Context: an optimization exercise on an open-source flow, tuned for small area. The choices shown serve that exercise and are no tape-out recipe. In this exercise RTL edits were held to simulation tests only and were not proved equivalent to the original. Power is estimated from default activity; no workload was simulated.

Setup of red:
==> flow/design.v (excerpt) <==
module tense_check (
    input  wire        clk,
    input  wire        rst,         
    input  wire        in_valid,
    input  wire        s16,         
    input  wire [63:0] item0,
    input  wire [63:0] item1,
    input  wire [63:0] item2,
    input  wire [63:0] item3,
    input  wire [63:0] item4,
    input  wire [63:0] item5,
    output reg         out_valid,
    output wire        tense_valid,
    output reg         base_bad,
    output reg  [3:0]  u_bad
);
    wire base_bad_c;
    wire [3:0] u_bad_c;
    tense_edges_ok u_chk (
        .s16(s16), .item0(item0), .item1(item1), .item2(item2),
        .item3(item3), .item4(item4), .item5(item5),
        .base_bad(base_bad_c), .u_bad(u_bad_c)
    );
    reg       v_q;
    reg       bb_q;
    reg [3:0] ub_q;
    always @(posedge clk) begin
        if (rst) begin
            v_q       <= 1'b0;
            out_valid <= 1'b0;
        end else begin
            v_q       <= in_valid;
            out_valid <= v_q;
        end
        bb_q     <= base_bad_c;
        ub_q     <= u_bad_c;
        base_bad <= bb_q;
        u_bad    <= ub_q;
    end
    assign tense_valid = !base_bad && (u_bad == 4'b0000);
  ...
clock: 15.0 ns
lec_check: 0
abc_area: 1
cap_margin: 20
core_margin: 2
core_utilization: 50
cts_buf_list: sky130_fd_sc_hd__clkbuf_2 sky130_fd_sc_hd__clkbuf_4
slew_margin: 20
standard.sh (not shown) runs the stock make flow with config.mk's settings and CLKGATE_MAP_FILE= SYNTH_SCRIPT=/design/flow/synth_recipe.tcl, a recipe that flattens the netlist after the stock synthesis.
==> flow/flow/run.sh <==
#!/bin/bash
# The standard layout (standard.sh), with two changes:
#  - synthesis maps with flow/abc_map.script, an area-oriented ABC script
#    (everything else in synth_recipe.tcl, the standard synthesis, is kept);
#  - buffer_ports puts the smallest buffer on each input and output port
#    instead of the delay-cell buffer it picks by default.
set -euo pipefail
W=$PWD
cat > $W/own_synth.tcl <<EOT
proc abc {args} {
  set i [lsearch -exact \$args -script]
  if {\$i >= 0} { set args [lreplace \$args \$i [expr {\$i + 1}] -script $W/flow/abc_map.script] }
  yosys abc {*}\$args
}
source $W/synth_recipe.tcl
EOT
bash standard.sh SYNTH_SCRIPT=$W/own_synth.tcl \
  BUFFER_PORTS_ARGS="-buffer_cell sky130_fd_sc_hd__buf_1" finish > standard_make.log 2>&1
==> flow/flow/abc_map.script <==
&get -n
&st
&syn2
&dch
&nf -p
&st
&dch
&nf -p
&put
topo
Inputs modified between red and blue:
==> flow/flow/abc_map.script <==
&get -n
&st
&syn2
&dch
&nf -p
&st
&dch -f
&nf -p
&st
&dch -f
&nf -p
&st
&dch -f
&nf -p
&put
topo
diff --git a/flow/config.mk b/flow/config.mk
--- a/flow/config.mk
+++ b/flow/config.mk
@@ -11 +11 @@
-export CORE_UTILIZATION = 50
+export CORE_UTILIZATION = 40
Results
- The logic gate share of total power on blue is in line with that on red.
- [compare] base=red new=blue: maximum ir drop on the vdd rail saw an increase; overall fraction of global-route tracks in use saw a decrease; post-synthesis compound-gate area fraction saw little to no change.
- Post-synthesis async set-or-reset flop share of blue is on par with red.
- As of blue, pin count of the biggest net entering global routing had fallen by more than a quarter compared to red.
- Between red and blue, final setup slack of the worst path decreased.
- Taking red as the reference, in blue final critical delay including setup and external delays moved up, area added between synthesis and finish rose 0.90 points.
- Share of the cycle needed by the critical path after routing was lower in the run labelled red.
### blue -> green
==> flow/flow/abc_map.script <==
&get -n
&st
&syn2
&dch
&nf -p
&st
&dch
&nf -p -R 40
&put
topo
==> comparison <==
green completed end to end with timing, DRC and antenna clean. blue | status: complete | timing, DRC, antenna: pass. Net switching power: green vs blue down 0.53%. The final reports for green and blue show standard cell core area lower in the former. Against blue, green reports a final period utilization that is lower. Of green and blue, the lower signed area change from the synthesized netlist to the final layout belongs to blue. Combinational share of power: green and blue compared, lower one is blue. There was hardly any difference in clock insertion delay at the later pin of the skew report between blue and green. Looking only at wire length of the first global-routing pass, and setting everything else aside, the lower value of green and blue goes to green. Sort green and blue by worst slew slack as a fraction of its limit, ascending, and blue comes first. The estimated power of green ends up lower than the estimate for blue. Cell count after placement: green and blue compared, lower one is green.
Setup changes, green to orange
==> flow/flow/abc_map.script <==
&get -n
&st
&syn2
&dch
&nf -p
&st
&dch
&nf -p
&put
topo
Results
green has completed all stages; timing, DRC and antenna checks passed.
orange did not stop at any stage, and its layout met the timing, DRC and antenna checks.
[compare] base=green new=orange: compound-cell area share of the yosys netlist climbed 1.2 points; global-route wire length before repair dropped 570 um.
Between orange and green, it is orange whose number of antenna violations at the first check in global routing is higher, by 2.
green and orange ended up with nearly the same design area.

========
Setup of run A:
The RTL this note starts from:
==> flow/design.v <==
module tense_edges_ok (
    input  wire        s16,
    input  wire [63:0] item0,
    input  wire [63:0] item1,
    input  wire [63:0] item2,
    input  wire [63:0] item3,
    input  wire [63:0] item4,
    input  wire [63:0] item5,
    output wire        base_bad,
    output wire [3:0]  u_bad
);
    localparam LMIN = 1;    
    wire [31:0] period    = item0[31:0];
    wire        rz        = item0[33:32] != 2'b00;
    wire [31:0] data      = item1[63:32];
    wire [31:0] drv_on    = item1[31:0];
    wire [31:0] drv_off   = item2[63:32];
    wire [31:0] ret       = item2[31:0];
    wire [31:0] stb_close = item3[63:32];
    wire [31:0] stb_open  = item3[31:0];
    wire [31:0] udef [0:3];
    assign udef[0] = item4[31:0];
    assign udef[1] = item4[63:32];
    assign udef[2] = item5[31:0];
    assign udef[3] = item5[63:32];
    function automatic cy32(input [31:0] a, input [31:0] b, input ci);
        integer i;
        reg c;
        begin
            c = ci;
            for (i = 0; i < 32; i = i + 1)
                c = (a[i] & b[i]) | (c & (a[i] | b[i]));
            cy32 = c;
        end
    endfunction
    function automatic cy24(input [23:0] a, input [23:0] b);
        integer i;
        reg c;
        begin
            c = 1'b0;
            for (i = 0; i < 24; i = i + 1)
                c = (a[i] & b[i]) | (c & (a[i] | b[i]));
            cy24 = c;
        end
    endfunction
    function automatic [24:0] sub24(input [23:0] a, input [23:0] b);
        integer i;
        reg c;
        reg [23:0] r;
        begin
            c = 1'b1;
            for (i = 0; i < 24; i = i + 1) begin
                r[i] = a[i] ^ ~b[i] ^ c;
                c = (a[i] & ~b[i]) | (c & (a[i] | ~b[i]));
            end
            sub24 = {c, r};
        end
    endfunction
    function automatic [10:0] sub11(input [10:0] a, input [10:0] b);
        integer i;
        reg c;
        reg [10:0] r;
        begin
            c = 1'b1;
            for (i = 0; i < 11; i = i + 1) begin
                r[i] = a[i] ^ ~b[i] ^ c;
                c = (a[i] & ~b[i]) | (c & (a[i] | ~b[i]));
            end
            sub11 = r;
        end
    endfunction
    function automatic [3:0] dflags(input [10:0] d);
        reg z, p1, m1;
        begin
            z  = d == 11'd0;
            p1 = d == 11'd1;
            m1 = d == 11'h7FF;
            dflags = {d[10] | z | p1, d[10] | z, d[10], d[10] & ~m1};
        end
    endfunction
    wire r1 = (|period[31:12]) || (period[11] && !s16);
    wire [31:0] cs_t = stb_open ^ period ^ ~stb_close;
    wire [32:0] cs_u = {(stb_open & period) | (stb_open & ~stb_close) | (period & ~stb_close), 1'b0};
    wire win_ok = cs_u[32] | cy32(cs_t, cs_u[31:0], 1'b0);
    wire inv = cy32(data, ~drv_on, 1'b1) && (!rz || cy32(ret, ~data, 1'b0)) &&
               cy32(stb_close, ~stb_open, 1'b1) && win_ok;
    wire [31:0] x  = rz ? ret : data;
    wire [24:0] lx = sub24(x[23:0], period[23:0]);
    wire [24:0] lf = sub24(drv_off[23:0], period[23:0]);
    wire [24:0] ls = sub24(stb_open[23:0], {period[21:0], 2'b00});
    wire [3:0] fx = dflags(sub11({3'b000, x[31:24]},        {3'b000, period[31:24]}));
    wire [3:0] ff = dflags(sub11({3'b000, drv_off[31:24]},  {3'b000, period[31:24]}));
    wire [3:0] fs = dflags(sub11({3'b000, stb_open[31:24]}, {1'b0, period[31:22]}));
    wire [31:0] m;
    generate
        if (LMIN) begin : g_min
            wire [31:0] m1 = cy32(drv_on, ~drv_off, 1'b1) ? drv_off : drv_on;
            assign m = cy32(m1, ~stb_open, 1'b1) ? stb_open : m1;
        end else begin : g_nomin
            assign m = 32'd0;
        end
    endgenerate
    function automatic up_ok(input [3:0] f, input c, input ck, input s23);
        begin
            case ({s23, c, ck})
                3'b100:         up_ok = f[3];
                3'b101, 3'b110,
                3'b000:         up_ok = f[2];
                3'b111, 3'b001,
                3'b010:         up_ok = f[1];
                default:        up_ok = f[0];
            endcase
        end
    endfunction
    wire up0 = (lx[24] ? fx[1] : fx[2]) && (lf[24] ? ff[1] : ff[2]) && (ls[24] ? fs[1] : fs[2]);
    assign base_bad = !(r1 && inv && up0);
    genvar k;
    generate
        for (k = 0; k < 4; k = k + 1) begin : g_u
            wire [23:0] su  = udef[k][23:0];
            wire        s23 = udef[k][23];
            wire def_ok = udef[k][31:28] <= 4'hB && udef[k][27:24] == 4'h0;
            wire hi = up_ok(fx, lx[24], cy24(lx[23:0], su), s23) &&
                      up_ok(ff, lf[24], cy24(lf[23:0], su), s23) &&
                      up_ok(fs, ls[24], cy24(ls[23:0], su), s23);
            wire lo;
            if (LMIN) begin : g_lo1
                assign lo = ~s23 | (|m[31:24]) | cy24(m[23:0], su);
            end else begin : g_lo3
                assign lo = ~s23 | (((|drv_on[31:24])   | cy24(drv_on[23:0], su)) &
                                    ((|drv_off[31:24])  | cy24(drv_off[23:0], su)) &
                                    ((|stb_open[31:24]) | cy24(stb_open[23:0], su)));
            end
            assign u_bad[k] = !(def_ok && inv && lo && hi);
        end
    endgenerate
endmodule
module tense_check (
    input  wire        clk,
    input  wire        rst,         
    input  wire        in_valid,
    input  wire        s16,         
    input  wire [63:0] item0,
    input  wire [63:0] item1,
    input  wire [63:0] item2,
    input  wire [63:0] item3,
    input  wire [63:0] item4,
    input  wire [63:0] item5,
    output reg         out_valid,
    output wire        tense_valid,
    output reg         base_bad,
    output reg  [3:0]  u_bad
);
    wire base_bad_c;
    wire [3:0] u_bad_c;
    tense_edges_ok u_chk (
        .s16(s16), .item0(item0), .item1(item1), .item2(item2),
        .item3(item3), .item4(item4), .item5(item5),
        .base_bad(base_bad_c), .u_bad(u_bad_c)
    );
    reg       v_q;
    reg       bb_q;
    reg [3:0] ub_q;
    always @(posedge clk) begin
        if (rst) begin
            v_q       <= 1'b0;
            out_valid <= 1'b0;
        end else begin
            v_q       <= in_valid;
            out_valid <= v_q;
        end
        bb_q     <= base_bad_c;
        ub_q     <= u_bad_c;
        base_bad <= bb_q;
        u_bad    <= ub_q;
    end
    assign tense_valid = !base_bad && (u_bad == 4'b0000);
endmodule
clock: 15.0 ns
lec_check: 0
abc_area: 1
cap_margin: 20
core_margin: 2
core_utilization: 40
gpl_timing_driven: 0
slew_margin: 20
==> flow/flow/abc_map.script <==
&get -n
&st
&syn2
&dch
&nf -p
&put
topo
Scripts as last shown in full above: flow/flow/run.sh
The final layout from run A, which completed every stage, passed the timing, DRC and antenna checks at the end of the flow.
## Diff of input files: run B against run A
==> flow/flow/run.sh <==
#!/bin/bash
# The standard layout, with the smallest buffer on each input and output port
# instead of the delay cell buffer_ports picks by default.
set -euo pipefail
bash standard.sh BUFFER_PORTS_ARGS="-buffer_cell sky130_fd_sc_hd__buf_1" finish > standard_make.log 2>&1
-- flow/config.mk --
<<< run A, line 11
export CORE_UTILIZATION = 40
export GPL_TIMING_DRIVEN = 0
export SLEW_MARGIN = 20
>>> run B, line 11
export CORE_UTILIZATION = 40
export SLEW_MARGIN = 20
removed: flow/flow/abc_map.script
## What came out
- Run B: first-pass iteration count of the detailed router is 1 lower than what run A reported.
- Side by side, post-cts sizing count turned out lower in run B than in run A.
- Run A has lower register-to-register slack than run B.
Modified inputs, run C compared to run B
==> flow/flow/run.sh <==
#!/bin/bash
# The standard layout (standard.sh), with two changes:
#  - synthesis maps with flow/abc_map.script, an area-oriented ABC script
#    (everything else in synth_recipe.tcl, the standard synthesis, is kept);
#  - buffer_ports puts the smallest buffer on each input and output port
#    instead of the delay-cell buffer it picks by default.
set -euo pipefail
W=$PWD
cat > $W/own_synth.tcl <<EOT
proc abc {args} {
  set i [lsearch -exact \$args -script]
  if {\$i >= 0} { set args [lreplace \$args \$i [expr {\$i + 1}] -script $W/flow/abc_map.script] }
  yosys abc {*}\$args
}
source $W/synth_recipe.tcl
EOT
bash standard.sh SYNTH_SCRIPT=$W/own_synth.tcl \
  BUFFER_PORTS_ARGS="-buffer_cell sky130_fd_sc_hd__buf_1" finish > standard_make.log 2>&1
==> flow/flow/abc_map.script (new file) <==
&get -n
&st
&syn2
&dch
&nf -R 1000 -p
&put
topo
Results
ub_q[1] as the end point of the critical path was reported by run B, and ub_q[2] by run C.
Diff run B -> run C | proportion of total power due to net switching | decrease of 7.6 points
Among run B and run C, a clean, completed layout was produced by run B alone.
Finished, but not clean: run C, with setup timing.
Run B and run C ended up with roughly the same part of the power in registers.
Sequential share of layout area of run C is on par with run B.
Edits applied to the flow inputs when going from run C to run D:
==> flow/flow/abc_map.script <==
strash
dch
map -D 9000
topo
stime -c
Results
Run D finished every step from synthesis to the final layout, and the layout passed the timing, DRC and antenna checks. Run C: all stages done; final checks FAILED (setup timing). Compared run D vs run C, and clock power is down in run D. Delta(number of buffers inserted by post-CTS setup repair, run D - run C) < 0. Summary: with run C as the reference, sum of met2 wire segment lengths after detailed routing in run D moved up by more than 10%. Post-synthesis register bit count came out exactly the same in run C and run D. Compared with run C, run D shows a worst setup slack that is 9.05 ns higher. Against run C, run D reports a area added between synthesis and finish that is lower. Run D against run C: horizontal die dimension climbed about 4.4%; proportion of synthesized chip area in sequential cells went down 0.20 points; total power rose by about 3.5%.

========
Starts from the design.v that is shown in full above.
export LEC_CHECK = 0
export ABC_AREA = 1
export CAP_MARGIN = 20
export CORE_MARGIN = 2
export CORE_UTILIZATION = 40
export SLEW_MARGIN = 20
create_clock -name core_clock -period 15.0 [get_ports {clk}]
==> flow/flow/run.sh <==
#!/bin/bash
# The standard layout (standard.sh), with two changes:
#  - synthesis maps with flow/abc_map.script, an area-oriented ABC script
#    (everything else in synth_recipe.tcl, the standard synthesis, is kept);
#  - buffer_ports puts the smallest buffer on each input and output port
#    instead of the delay-cell buffer it picks by default.
set -euo pipefail
W=$PWD
cat > $W/own_synth.tcl <<EOT
proc abc {args} {
  set i [lsearch -exact \$args -script]
  if {\$i >= 0} { set args [lreplace \$args \$i [expr {\$i + 1}] -script $W/flow/abc_map.script] }
  yosys abc {*}\$args
}
source $W/synth_recipe.tcl
EOT
bash standard.sh SYNTH_SCRIPT=$W/own_synth.tcl \
  BUFFER_PORTS_ARGS="-buffer_cell sky130_fd_sc_hd__buf_1" finish > standard_make.log 2>&1
==> flow/flow/abc_map.script <==
strash
dch
map -D 7000
topo
stime -c
Change:
==> flow/flow/abc_map.script (replaced) <==
&get -n
&st
&syn2
&dch
&nf -p
&put
topo
CTS_BUF_LIST = sky130_fd_sc_hd__clkbuf_2 sky130_fd_sc_hd__clkbuf_4   (was unset)
Outcome: Area after synthesis came out lower by 11%; routed wire length came out lower by 23%; power came out lower by 13%; design area came out lower by 8.5%; via count came out lower by 20%; cell count came out lower by 20%.

========
## before
RTL: the design.v shown in full above, as it stands there.
Settings: LEC_CHECK=0, ABC_AREA=1, CAP_MARGIN=20, CORE_MARGIN=2, CORE_UTILIZATION=40, SLEW_MARGIN=20; clock period 15.0 ns.
run.sh (not shown) runs the stock make flow with config.mk's settings and CLKGATE_MAP_FILE= SYNTH_SCRIPT=/design/flow/synth_recipe.tcl, a recipe that flattens the netlist after the stock synthesis.
Stock flow here: none of the scripts above is used.
--- input diff before..after ---
==> flow/flow/run.sh (new file) <==
#!/bin/bash
# The standard layout (standard.sh), with two changes:
#  - synthesis maps with flow/abc_map.script, an area-oriented ABC script
#    (everything else in synth_recipe.tcl, the standard synthesis, is kept);
#  - buffer_ports puts the smallest buffer on each input and output port
#    instead of the delay-cell buffer it picks by default.
set -euo pipefail
W=$PWD
cat > $W/own_synth.tcl <<EOT
proc abc {args} {
  set i [lsearch -exact \$args -script]
  if {\$i >= 0} { set args [lreplace \$args \$i [expr {\$i + 1}] -script $W/flow/abc_map.script] }
  yosys abc {*}\$args
}
source $W/synth_recipe.tcl
EOT
bash standard.sh SYNTH_SCRIPT=$W/own_synth.tcl \
  BUFFER_PORTS_ARGS="-buffer_cell sky130_fd_sc_hd__buf_1" finish > standard_make.log 2>&1
==> flow/flow/abc_map.script (new file) <==
&get -n
&st
&syn2
&dch
&nf -p
&put
topo
==> flow/standard.sh (new file) <==
#!/bin/bash
# synth_recipe.tcl (not shown) runs the flow's synth.tcl, then flattens the netlist and writes it again
# the make line also repeats each setting of config.mk as NAME=value (left out here)
make -C /OpenROAD-flow-scripts/flow DESIGN_CONFIG=/design/flow/config.mk WORK_HOME=/design/flow/orfs CLKGATE_MAP_FILE= SYNTH_SCRIPT=/design/flow/synth_recipe.tcl "${@:-finish}"
removed: flow/run.sh
==> run summary <==
after against before; total number of tap cells is down by more than 10%. Changes observed in after relative to before: wire length has decreased, wire length of the first global-routing pass decreased about 20%, clock power shrank by 13%.

what the ideal ports hide:
How much do the figures lean on ideal ports? The routed layouts below were timed once more, with nothing changed but the port constraints. Step 1 assumes that a clkbuf_16 drives the clock port and a buf_2 every other input. Step 2 also shifts input and output timing later by t, the mid clock arrival at the registers, as if the neighbouring blocks saw the same clock. Slacks: no drivers / after step 1 / after step 2; pairs: no drivers / after step 1.
| run | t, ns | setup WS [ns] | pins driven straight from the clock port |
|---|---|---|---|
| red | 0.279 | 0.857 / 0.856 / 0.577 | 1 |
| blue | 0.281 | 0.768 / 0.758 / 0.477 | 1 |
| green | 0.274 | 0.928 / 0.925 / 0.651 | 1 |
| orange | 0.279 | 0.886 / 0.881 / 0.601 | 1 |
| run A | 0.258 | 0.343 / 0.347 / 0.090 | 1 |
| run B | 0.263 | 0.384 / 0.391 / 0.129 | 1 |
| run C | 0.264 | -8.437 / -8.461 / -8.725 | 1 |
| run D | 0.260 | 0.610 / 0.614 / 0.354 | 1 |
| the first run of note 3 | 0.265 | 0.482 / 0.477 / 0.213 | 1 |
| the second run of note 3 | 0.272 | 0.336 / 0.332 / 0.060 | 1 |
| before | 0.271 | 0.456 / 0.458 / 0.187 | 1 |
| after | 0.259 | 0.365 / 0.368 / 0.109 | 1 |
The setup slack of blue, which loses most, moves by -0.010 ns with the drivers and by -0.291 ns with both steps.
